What follows belongs to an exercise in optimizing a design on an open flow for small area and a short achievable clock period; a production flow would make more cautious choices. Only simulation tests tie the RTL to the original design; equivalence was not proved.

<file path="flow/design.v">
module trk_lane_rx (
    input  wire        clk,
    input  wire        rst,           
    input  wire        blk_valid,
    input  wire [1:0]  blk_sh,        
    input  wire [63:0] blk_pl,        
    input  wire [2:0]  cfg_lane,
    input  wire [1:0]  cfg_step,
    output reg         locked,
    output reg         dat_valid,
    output reg  [7:0]  dat_idx,
    output reg  [63:0] dat_pl,
    output reg         hdr_valid,
    output reg         hdr_ok,
    output reg  [47:0] hdr_fcnt,
    output reg  [15:0] hdr_claim,
    output reg  [3:0]  hdr_ql,
    output reg  [1:0]  hdr_step,
    output reg  [2:0]  hdr_state,
    output reg  [7:0]  hdr_msg,
    output reg         crc_valid,
    output reg         crc_ok
);
    localparam [1:0] SH_DATA = 2'b10;   
    localparam [1:0] SH_HDR  = 2'b01;   
    function [7:0] crc8_56;
        input [7:0]  c;
        input [55:0] d;
        integer i;
        reg fb;
        begin
            crc8_56 = c;
            for (i = 0; i < 56; i = i + 1) begin
                fb = crc8_56[7] ^ d[i];
                crc8_56 = {crc8_56[6:0], 1'b0} ^ (fb ? 8'h2F : 8'h00);
            end
        end
    endfunction
    function [7:0] crc8_64;
        input [7:0]  c;
        input [63:0] d;
        integer i;
        reg fb;
        begin
            crc8_64 = c;
            for (i = 0; i < 64; i = i + 1) begin
                fb = crc8_64[7] ^ d[i];
                crc8_64 = {crc8_64[6:0], 1'b0} ^ (fb ? 8'h2F : 8'h00);
            end
        end
    endfunction
    function [15:0] crc16_64;
        input [15:0] c;
        input [63:0] d;
        integer i;
        reg fb;
        begin
            crc16_64 = c;
            for (i = 0; i < 64; i = i + 1) begin
                fb = crc16_64[15] ^ d[i];
                crc16_64 = {crc16_64[14:0], 1'b0} ^ (fb ? 16'h1021 : 16'h0000);
            end
        end
    endfunction
    reg  [57:0]  hist;
    wire [121:0] sbits = {blk_pl, hist};
    reg  [63:0]  desc;
    integer k;
    always @* begin
        for (k = 0; k < 64; k = k + 1)
            desc[k] = sbits[58 + k] ^ sbits[19 + k] ^ sbits[k];
    end
    always @(posedge clk) begin
        if (rst)
            hist <= 58'd0;
        else if (blk_valid)
            hist <= blk_pl[63:6];
    end
    reg  [7:0]  pos;           
    reg         prev_hdr_sh;   
    reg  [9:0]  win_cnt;       
    reg  [5:0]  err_cnt;       
    reg         bad_prev;      
    reg         have_prev;     
    reg  [15:0] crc_run;       
    reg  [15:0] crc_last;      
    reg  [63:0] b0;            
    reg         b0_sh_ok;
    wire        is_hdr_sh  = (blk_sh == SH_HDR);
    wire        exp_hdr    = (pos == 8'd0) || (pos == 8'd1);
    wire        sh_err     = exp_hdr ? (blk_sh != SH_HDR) : (blk_sh != SH_DATA);
    wire [5:0]  err_next   = err_cnt + {5'd0, sh_err};
    wire        too_many   = (err_next >= 6'd32);
    wire [7:0]  hcrc_calc  = crc8_64(crc8_56(8'hFF, b0[55:0]), desc);
    wire        hdr_good   = b0_sh_ok && is_hdr_sh
                          && (b0[7:0] == 8'hB8) && (desc[7:0] == 8'h47)
                          && (hcrc_calc == b0[63:56])
                          && (desc[30:28] == cfg_lane)
                          && (desc[33:32] == cfg_step);
    wire        hdr_lost   = !hdr_good && bad_prev;
    wire [15:0] crc_upd    = crc16_64(crc_run, desc);
    always @(posedge clk) begin
        if (rst) begin
            locked      <= 1'b0;
            pos         <= 8'd0;
            prev_hdr_sh <= 1'b0;
            win_cnt     <= 10'd0;
            err_cnt     <= 6'd0;
            bad_prev    <= 1'b0;
            have_prev   <= 1'b0;
            crc_run     <= 16'hFFFF;
            crc_last    <= 16'd0;
            b0          <= 64'd0;
            b0_sh_ok    <= 1'b0;
            dat_valid   <= 1'b0;
            dat_idx     <= 8'd0;
            dat_pl      <= 64'd0;
            hdr_valid   <= 1'b0;
            hdr_ok      <= 1'b0;
            hdr_fcnt    <= 48'd0;
            hdr_claim   <= 16'd0;
            hdr_ql      <= 4'd0;
            hdr_step    <= 2'd0;
            hdr_state   <= 3'd0;
            hdr_msg     <= 8'd0;
            crc_valid   <= 1'b0;
            crc_ok      <= 1'b0;
        end else begin
            dat_valid <= 1'b0;
            hdr_valid <= 1'b0;
            crc_valid <= 1'b0;
            if (blk_valid) begin
                prev_hdr_sh <= is_hdr_sh;
                if (!locked) begin
                    if (is_hdr_sh && prev_hdr_sh) begin
                        locked    <= 1'b1;
                        pos       <= 8'd2;
                        win_cnt   <= 10'd0;
                        err_cnt   <= 6'd0;
                        bad_prev  <= 1'b0;
                        have_prev <= 1'b0;
                        crc_run   <= 16'hFFFF;
                    end
                end else begin
                    pos <= pos + 8'd1;
                    if (pos == 8'd0) begin
                        b0       <= desc;
                        b0_sh_ok <= is_hdr_sh;
                    end else if (pos == 8'd1) begin
                        hdr_valid <= 1'b1;
                        hdr_ok    <= hdr_good;
                        hdr_fcnt  <= b0[55:8];
                        hdr_claim <= desc[23:8];
                        hdr_ql    <= desc[27:24];
                        hdr_step  <= desc[33:32];
                        hdr_state <= desc[36:34];
                        hdr_msg   <= desc[47:40];
                        bad_prev  <= !hdr_good;
                        crc_run   <= 16'hFFFF;
                        if (hdr_good && have_prev) begin
                            crc_valid <= 1'b1;
                            crc_ok    <= (desc[63:48] == crc_last);
                        end
                    end else begin
                        dat_valid <= 1'b1;
                        dat_idx   <= pos;
                        dat_pl    <= desc;
                        crc_run   <= crc_upd;
                        if (pos == 8'd255) begin
                            crc_last  <= crc_upd;
                            have_prev <= 1'b1;
                        end
                    end
                    if (too_many || (pos == 8'd1 && hdr_lost)) begin
                        locked <= 1'b0;
                    end else if (win_cnt == 10'd1023) begin
                        win_cnt <= 10'd0;
                        err_cnt <= 6'd0;
                    end else begin
                        win_cnt <= win_cnt + 10'd1;
                        err_cnt <= err_next;
                    end
                end
            end
        end
    end
endmodule
</file>
<file path="flow/run.sh">
#!/bin/bash
# synth_recipe.tcl (not shown) runs the flow's synth.tcl, then flattens the netlist and writes it again
# the make line also repeats each setting of config.mk as NAME=value (left out here)
make -C /OpenROAD-flow-scripts/flow DESIGN_CONFIG=/design/flow/config.mk WORK_HOME=/design/flow/orfs CLKGATE_MAP_FILE= SYNTH_SCRIPT=/design/flow/synth_recipe.tcl finish
</file>
<file path="flow/config.mk">
export PLATFORM = sky130hd
export DESIGN_NAME = trk_lane_rx
export DESIGN_NICKNAME = trk_lane_rx
export VERILOG_FILES = /design/flow/design.v
export SDC_FILE = /design/flow/constraint.sdc
export NUM_CORES = 4
export LEC_CHECK = 0
export CAP_MARGIN = 20
export CORE_MARGIN = 2
export CORE_UTILIZATION = 40
export SLEW_MARGIN = 20
</file>
<file path="flow/constraint.sdc">
create_clock -name core_clock -period 13.5 [get_ports {clk}]
set_input_delay 2.7000 -clock core_clock [delete_from_list [all_inputs] [get_ports {clk}]]
set_output_delay 2.7000 -clock core_clock [all_outputs]
set_load 0.01 [all_outputs]
</file>
==> summary.txt <==
## final timing paths
path | endpoint | start | depth (start not counted)
worst min register to register | dat_idx[6] | dat_idx[6] | 2
worst max register to register | win_cnt[9] | b0[0] | 30
worst max-delay path | win_cnt[9] | b0[0] | 30
worst min-delay path | dat_idx[6] | dat_idx[6] | 2
## per-stage QoR
stage | worst slack (ns) | hold slack [ns] | area, µm²
final | 1.680 | 0.4557 | 27020
after global routing | 1.127 | 0.4777 | 27010
after CTS | 1.694 | 0.4565 | 27010
after detailed placement | 1.152 | 0.4472 | 25670
after global placement | 1.352 | 0.4452 | 25670
after floorplan | 2.741 | 0.4339 | 22210
## critical path: cells and delay by family (launching register included)
family                     cells  cell delay, ns
buffers and inverters          1            0.08
muxes                          1            0.14
and+or+nand+nor                2            0.75
AOI/OAI and AO/OA              4            1.46
DFF                            1            0.45
adders and majority gates      1            0.39
xor gates and xnor gates      21            8.44
## sequential cells by signal, indices dropped and copies added, names as in the netlist, 2 cells and up
register / cells
hdr_claim: 16
dat_idx: 8
hist: 58
b0: 64
hdr_state: 3
err_cnt: 6
crc_last: 16
crc_run: 16
dat_pl: 64
win_cnt: 10
hdr_msg: 8
hdr_fcnt: 48
hdr_ql: 4
hdr_step: 2
pos: 8
## kinds of logic (layout without fill, tap and decap cells)
group,after synthesis,in the layout,share of synthesized area [%]
muxes,74,74,3.352
adders and majority gates,7,7,0.3944
xor gates and xnor gates,837,837,44.14
buffers and inverters,121,371,2.130
and+or+nand+nor,656,656,11.78
DFF,341,341,30.74
other,0,1,0
AOI/OAI and AO/OA,302,302,7.460
## placed cells by master (no fill, tap or decap), types with 6 or more instances in the layout
master / netlist / layout
a21oi_1: 245 / 245
and3_1: 10 / 10
buf_4: 3 / 59
clkbuf_1: 103 / 9
clkbuf_16: 0 / 40
clkbuf_8: 0 / 10
clkdlybuf4s50_1: 0 / 230
dfxtp_1: 341 / 341
ha_1: 7 / 7
inv_1: 9 / 9
mux2i_1: 71 / 71
nand2_1: 152 / 152
nand3_1: 18 / 17
nand4_1: 6 / 6
nor2_1: 439 / 439
nor2b_1: 6 / 6
o211ai_1: 23 / 23
o21ai_0: 9 / 9
o21ai_1: 7 / 7
xnor2_1: 449 / 429
xnor2_2: 14 / 34
xnor3_1: 114 / 114
xnor3_2: 13 / 13
xor2_1: 207 / 207
xor3_1: 28 / 28
## layout make-up
type / count / area (µm²)
inverters: 9 / 33.78
multi-input cells: 1876 / 15090
diodes: 1 / 2.502
repair buffers: 291 / 2780
clock buffers: 59 / 1172
well taps: 748 / 935.9
flip-flops and latches: 341 / 6827
fillers: 5183 / 27970
clock inverters: 12 / 175.2
## metal layers
layer  up-vias  GRT usage [%]
met3        95          3.434
met5         -              0
li1       8078              -
met1      7990          32.19
met4         2          7.045
met2       445          41.64
==> implementation parameters <==
Parameter                              Value

Outcome
  Run status  timing/DRC/antenna clean

Routing
  Via/cell ratio    4.978
  Sum of routed wire segments on met1    30.98 mm
  Post-detailed-route count of antenna-violating nets    0
  TritonRoute pass-1 iters    5
  Routed wire length per instance    20.83 µm
  Via count    16610
  Wirelength, routed    69.51 mm
  Routed wire length on met2    33.16 mm
  Top layer used by detailed routing    met5
  Total DRC errors in the routed layout    0
  Detailed route wirelength on metal3    3.430 mm
  First-iteration detailed-routing DRC count    975

Die
  Number of placement rows    86
  Effective utilization at floorplan    40.39%
  Area of the die    57420 µm²
  Die extent in x    239.6 µm
  Area inside the core boundary    54990 µm²
  Boundary pin count    233
  Die Span Y    239.6 µm

Worst setup path
  Element type at the critical path end    register
  Longest individual stage delay on the worst path    0.58 ns
  Critical path launch point type    register
  Critical path type    register to register
  Slowest library cell on the worst path    xnor3_1
  Data required time at the worst endpoint    13.99 ns
  Largest fanout on the critical path    12
  Library cell appearing most often on the critical path    xnor3_1
  Endpoint arrival time on the critical path    12.31 ns

CTS
  CTS HTree Levels    2
  Number of gates given a new drive strength after cts    0
  CTS root buffer    clkbuf_16
  Post-CTS Setup Inserts    0
  Skew-Pair Late Insertion Delay    0.57 ns
  Clock tree from TritonCTS    yes
  Count of clock tree sinks    341
  CTS clock-pin slew for the worst setup and hold paths    0.06 ns
  Inserted Clock Buffers    40
  Number of hold buffers added after cts    0
  Maximum clock path buffer count    3

Synthesis
  Top cell types by occurrence after synthesis    xnor2_1 (449), nor2_1 (439), dfxtp_1 (341), a21oi_1 (245), xor2_1 (207)
  Count of cell types in the netlist    54
  Sequential element share of the synthesized area    30.74%
  Post-synthesis average cell area    9.498 µm²
  Proportion of netlist area held by the largest area contributor    30.74%
  Post-synth top flop    dfxtp_1
  Most common cell in the synthesized netlist    xnor2_1
  Syn Nets    2419
  Mapped Area    22210 µm²
  Number of register bits inferred by synthesis    341
  Area leader, netlist    dfxtp_1
  Yosys warning total    1
  Post-synth ARST share    0%
  Largest cells by area after synthesis    dfxtp_1 (31%), xnor2_1 (18%), xnor3_1 (12%)
  Number of standard cells after synthesis    2338
  Number of enable flip-flop cells after synthesis    0

STA
  Setup repair after global routing missed its margin    false
  Worst relative slew slack    22.66%
  Summed negative setup slack over all endpoints    0 ns
  Final setup violating endpoints    0
  Post-layout minimum cycle time    11.82 ns
  Period utilisation layout    87.56%
  Number of hold violations in the final report    0
  Pins over their slew limit    0
  Timing-limited maximum frequency    84.60 MHz
  Transition time of the tightest slew-check pin    1.160 ns
  Setup Skew    0.03153 ns

Final layout
  Final design utilization    49.14%
  Fraction of final layout cells sized beyond drive strength 1    7.496%
  Post-route non-filler standard cell count    3337
  Layout Nets    2640
  Area Overhead vs Synth    21.66%

Placement
  Post-detailed-placement half-perimeter wirelength    52.56 mm
  Cell Count Post-Placement    3265
  Final RePlAce weighted congestion    0.8740
  Port Buffers    232

Global route
  Total gr overflow    0
  Antenna violations before repair    1
  Number of global-route vias before repair    16740
  Global-route total usage across every layer    24.45%
  Pin count of the biggest net entering global routing    185
  First-pass GRT wire length    105.1 mm

Job
  Max_cap viols    0

Worst hold path
  Type of the worst min-delay path    register to register

[afterwards: timing with drivers on the ports]
Ports are ideal in the flow. The routed layout listed here was re-timed in OpenROAD. Step 1 assumes that a clkbuf_16 drives the clock port and a buf_2 every other input. Step 2 also shifts input and output timing later by t, the mid clock arrival at the registers, as if the neighbouring blocks saw the same clock. a / b / c = ideal ports / drivers / drivers and shift; a / b = the first two.
shift t [ns]: 0.615
setup WS [ns]: 1.680 / 1.680 / 1.107
latest minus earliest clock arrival (ns): 0.033 / 0.033
worst register clock-pin slew, ns: 0.07 / 0.07
After both steps this run still meets setup and hold. The setup slack of this run moves by 0.000 ns with the drivers and by -0.573 ns with both steps.
